Context: an optimization exercise on an open-source flow, tuned for small area, a short achievable clock period and few clock cycles per item. The choices shown serve that exercise and are no tape-out recipe.
Power and IR drop assume default switching activity.

== v27 ==
## cmd_env_check
module cmd_env_check (
    input  wire        clk,
    input  wire        rst,             
    input  wire        in_valid,
    output wire        in_ready,
    input  wire [31:0] in_data,
    input  wire        in_last,
    input  wire [31:0] conn_id,         
    input  wire [47:0] bus_counter,     
    output reg         res_valid,
    output reg  [2:0]  res_code,        
    output reg  [2:0]  res_cv,          
    output wire [15:0] res_epoch,       
    output wire        res_epoch_set    
);
    localparam [1023:0] C_STEP = {32'h40000000, 32'h20000000, 32'h10000000, 32'h88000000, 32'h84000000, 32'h82000000, 32'h81000000, 32'h00800000, 32'h80400000, 32'h80200000, 32'h00100000, 32'h80080000, 32'h80040000, 32'h80020000, 32'h00010000, 32'h00008000, 32'h00004000, 32'h80002000, 32'h80001000, 32'h00000800, 32'h80000400, 32'h80000200, 32'h80000100, 32'h80000080, 32'h00000040, 32'h80000020, 32'h00000010, 32'h00000008, 32'h00000004, 32'h00000002, 32'h00000001, 32'h80000000};
    localparam [31:0]   K_A    = 32'h3646F9E5;      
    localparam [31:0]   K_B    = 32'h2CADC2C5;      
    localparam [31:0]   K_C    = 32'h87974A2C;      
    localparam [31:0]   N_ONES = 32'h39C4E761;   
    function [31:0] mat;
        input [1023:0] m;
        input [31:0]   v;
        integer i;
        begin
            for (i = 0; i < 32; i = i + 1)
                mat[i] = ^(m[32*i +: 32] & v);
        end
    endfunction
    function [31:0] rev32;
        input [31:0] v;
        integer i;
        begin
            for (i = 0; i < 32; i = i + 1)
                rev32[i] = v[31 - i];
        end
    endfunction
    assign in_ready = 1'b1;
    wire take = in_valid;
    localparam [2:0] S_H1 = 3'd0, S_H2 = 3'd1, S_H3 = 3'd2, S_PAY = 3'd3,
                     S_PAIR = 3'd4, S_CV1 = 3'd5, S_CV2 = 3'd6, S_OVER = 3'd7;
    reg         nfirst;        
    reg  [2:0]  st;            
    reg  [13:0] rem;           
    wire at_h0   = nfirst;
    wire at_h1   = !nfirst && st == S_H1;
    wire at_h2   = !nfirst && st == S_H2;
    wire at_h3   = !nfirst && st == S_H3;
    wire at_pay  = !nfirst && st == S_PAY;
    wire at_pair = !nfirst && st == S_PAIR;
    wire at_cv1  = !nfirst && st == S_CV1;
  ...
clock: 8.0 ns
lec_check: 0
abc_clock_period_in_ps: 3000
cap_margin: 20
core_margin: 2
core_utilization: 40
cts_buf_list: sky130_fd_sc_hd__clkbuf_4 sky130_fd_sc_hd__clkbuf_8
place_density: 0.6
setup_slack_margin: 5.0
slew_margin: 20
run.sh (not shown) runs the stock make flow with config.mk's settings and CLKGATE_MAP_FILE= SYNTH_SCRIPT=/design/flow/synth_recipe.tcl, a recipe that flattens the netlist after the stock synthesis.
--- input diff v27..v29 ---
--- a/flow/design.v
+++ b/flow/design.v
@@ -466,27 +466,28 @@
     assign ntv[28] = ntt[87];
     assign ntv[29] = ntt[88];
     assign ntv[30] = ntt[89];
     assign ntv[31] = ntt[91];
     reg  [31:0] f_a, g_b, g_c;
     wire [31:0] cf_a   = mat(C_STEP, f_a);
     wire [31:0] cg_b   = mat(C_STEP, g_b);
     wire [31:0] cg_c   = mat(C_STEP, g_c);
-    reg         l1b, l2c;      
-    wire [31:0] cg_sel = c1_q ? (l1b ? cg_b : 32'd0) : (l2c ? cg_c : cg_b);
-    wire [31:0] f_next = nx_q ^ (f_q ? (ntv ^ K_A) : cf_a);
-    wire        cv_ok  = (nx_q == (cf_a ^ cg_sel ^ N_ONES));
-    reg         cv1_ok;
     always @(posedge clk) begin
         if (v_q && cov_q) begin
-            f_a <= f_next;
+            f_a <= nx_q ^ (f_q ? (ntv ^ K_A) : cf_a);
             g_b <= f_q ? K_B : cg_b;
             g_c <= f_q ? K_C : cg_c;
         end
+    end
+    reg         l1b, l2c;      
+    wire [31:0] cg_sel = c1_q ? (l1b ? cg_b : 32'd0) : (l2c ? cg_c : cg_b);
+    wire        cv_ok  = (nx_q == (cf_a ^ cg_sel ^ N_ONES));
+    reg         cv1_ok;
+    always @(posedge clk) begin
         if (v_q && c1_q)
             cv1_ok <= cv_ok;
     end
     reg [31:0] bc_lo;          
     reg [31:0] env_base;       
     reg        sub_q;          
     reg [15:0] ep_q;
     reg        s4_hi, s4_ok, kf_ok, pc_ok;
@@ -517,30 +518,28 @@
                 l2c   <= (in_data[31:24] == 8'h05) || (in_data[31:24] == 8'h06);
                 pc_ok <= ((in_data[31:24] == 8'h03) || (in_data[31:24] == 8'h05) ||
                           (in_data[31:24] == 8'h06)) && (in_data[23:0] == 24'd0);
             end
         end
     end
     reg [15:0] acc_ep;         
     reg        ep_set;
-    reg [31:0] bc0, bc1;       
-    reg        bsel;
+    reg [31:0] base;
     reg        base_set;
+    reg [31:0] cand;
     reg [1:0]  cand_cnt;       
     wire [15:0] ep_diff = ep_q - acc_ep;
-    reg         eq0, eq1, ep_eq, ep_newer;
+    reg         base_eq, cand_eq, ep_eq, ep_newer;
     always @(posedge clk) begin
-        eq0      <= (env_base == bc0);
-        eq1      <= (env_base == bc1);
+        base_eq  <= base_set && (env_base == base);
+        cand_eq  <= (env_base == cand);
         ep_eq    <= ep_set && (ep_diff == 16'd0);
         ep_newer <= ep_set && (ep_diff != 16'd0) && !ep_diff[15];
     end
-    wire base_eq = base_set && (bsel ? eq1 : eq0);
-    wire cand_eq = bsel ? eq0 : eq1;
     wire done   = v_q & l_q;
     wire s2_ok  = c2_q && kf_ok && pc_ok;
     wire s5_ok  = !base_set || base_eq || ep_newer;
     wire s6_ok  = ep_eq || ep_newer;
     reg [2:0] code_r;
     always @* begin
         if (!s4_ok)      code_r = 3'd4;
         else if (!s5_ok) code_r = 3'd5;
@@ -557,46 +556,41 @@
     wire r_code5 = code_r == 3'd5 && ep_eq;
     wire cand_go = cand_cnt != 2'd0 && cand_eq;
     wire u_ep    = pre & ((r_code0 & ep_newer) | (code_r == 3'd6 & !ep_set));
     wire u_base  = pre & r_code0 & (ep_newer | !base_set);
     wire u_adopt = pre & r_code5 & cand_go & cand_cnt == 2'd3;
     wire u_inc   = pre & r_code5 & cand_go & cand_cnt != 2'd3;
     wire u_cand  = pre & r_code5 & !cand_go;
     wire u_clr   = pre & (r_code0 | u_adopt);
-    wire w_base = cv2_ok & u_base;
-    wire w_cand = cv2_ok & u_cand;
-    always @(posedge clk) begin
-        if ((w_base & !bsel) | (w_cand & bsel))
-            bc0 <= env_base;
-        if ((w_base & bsel) | (w_cand & !bsel))
-            bc1 <= env_base;
-    end
     always @(posedge clk) begin
         if (rst) begin
             acc_ep   <= 16'd0;
             ep_set   <= 1'b0;
             base_set <= 1'b0;
-            bsel     <= 1'b0;
             cand_cnt <= 2'd0;
         end else if (cv2_ok) begin
             if (u_ep) begin
                 acc_ep <= ep_q;
                 ep_set <= 1'b1;
             end
-            if (u_base)
+            if (u_base) begin
+                base     <= env_base;
                 base_set <= 1'b1;
-            else if (u_adopt)
-                bsel <= !bsel;
-            if (u_cand)
+            end else if (u_adopt) begin
+                base     <= cand;
+            end
+            if (u_cand) begin
+                cand     <= env_base;
                 cand_cnt <= 2'd1;
-            else if (u_inc)
+            end else if (u_inc) begin
                 cand_cnt <= cand_cnt + 2'd1;
-            else if (u_clr)
+            end else if (u_clr) begin
                 cand_cnt <= 2'd0;
+            end
         end
     end
     always @(posedge clk) begin
         if (rst)
             res_valid <= 1'b0;
         else
             res_valid <= done;
         res_code <= cv2_ok ? code_ok : code_bad;    
==> results.txt <==
v29 ended up with a lower number of signal-net buffers in the layout than v27 did.
Compare v29 and v27 | portion of total power attributed to combinational logic higher: v29
NOTE: maximum resistive drop on vdd in v29 exceeds that of v27
v27 has higher cell count along the critical path than v29.
NOTE cell area after layout v27->v29 decreased slightly
v29 vs v27: leakage power down
No functional check of the RTL was part of any run of this note.

## port drivers added, routing unchanged
The results above use ideal ports. As a check the final layouts listed here were re-extracted and re-timed, cells and wires unchanged.
Step 1 sets driving cells, clkbuf_16 on the clock port and buf_2 on the other inputs (assumed; they add their load-dependent delay and slew).
Step 2, shift: input delay + t, output delay - t, t = (earliest + latest rising clock arrival at the registers) / 2. This alone moves slack from input paths to output paths.
Slacks: ideal ports / drivers / drivers and shift; pairs: ideal ports / drivers.
run | t, ns | setup WS [ns] | worst data-port slew with drivers (ns)
v27 | 0.682 | 4.590 / 4.590 / 4.299 | 0.09
v29 | 0.694 | 4.933 / 4.955 / 4.271 | 0.09
After both steps setup and hold are still met in every run listed. For v29, which loses most, drivers alone change the setup slack by +0.022 ns; drivers and shift together by -0.662 ns.
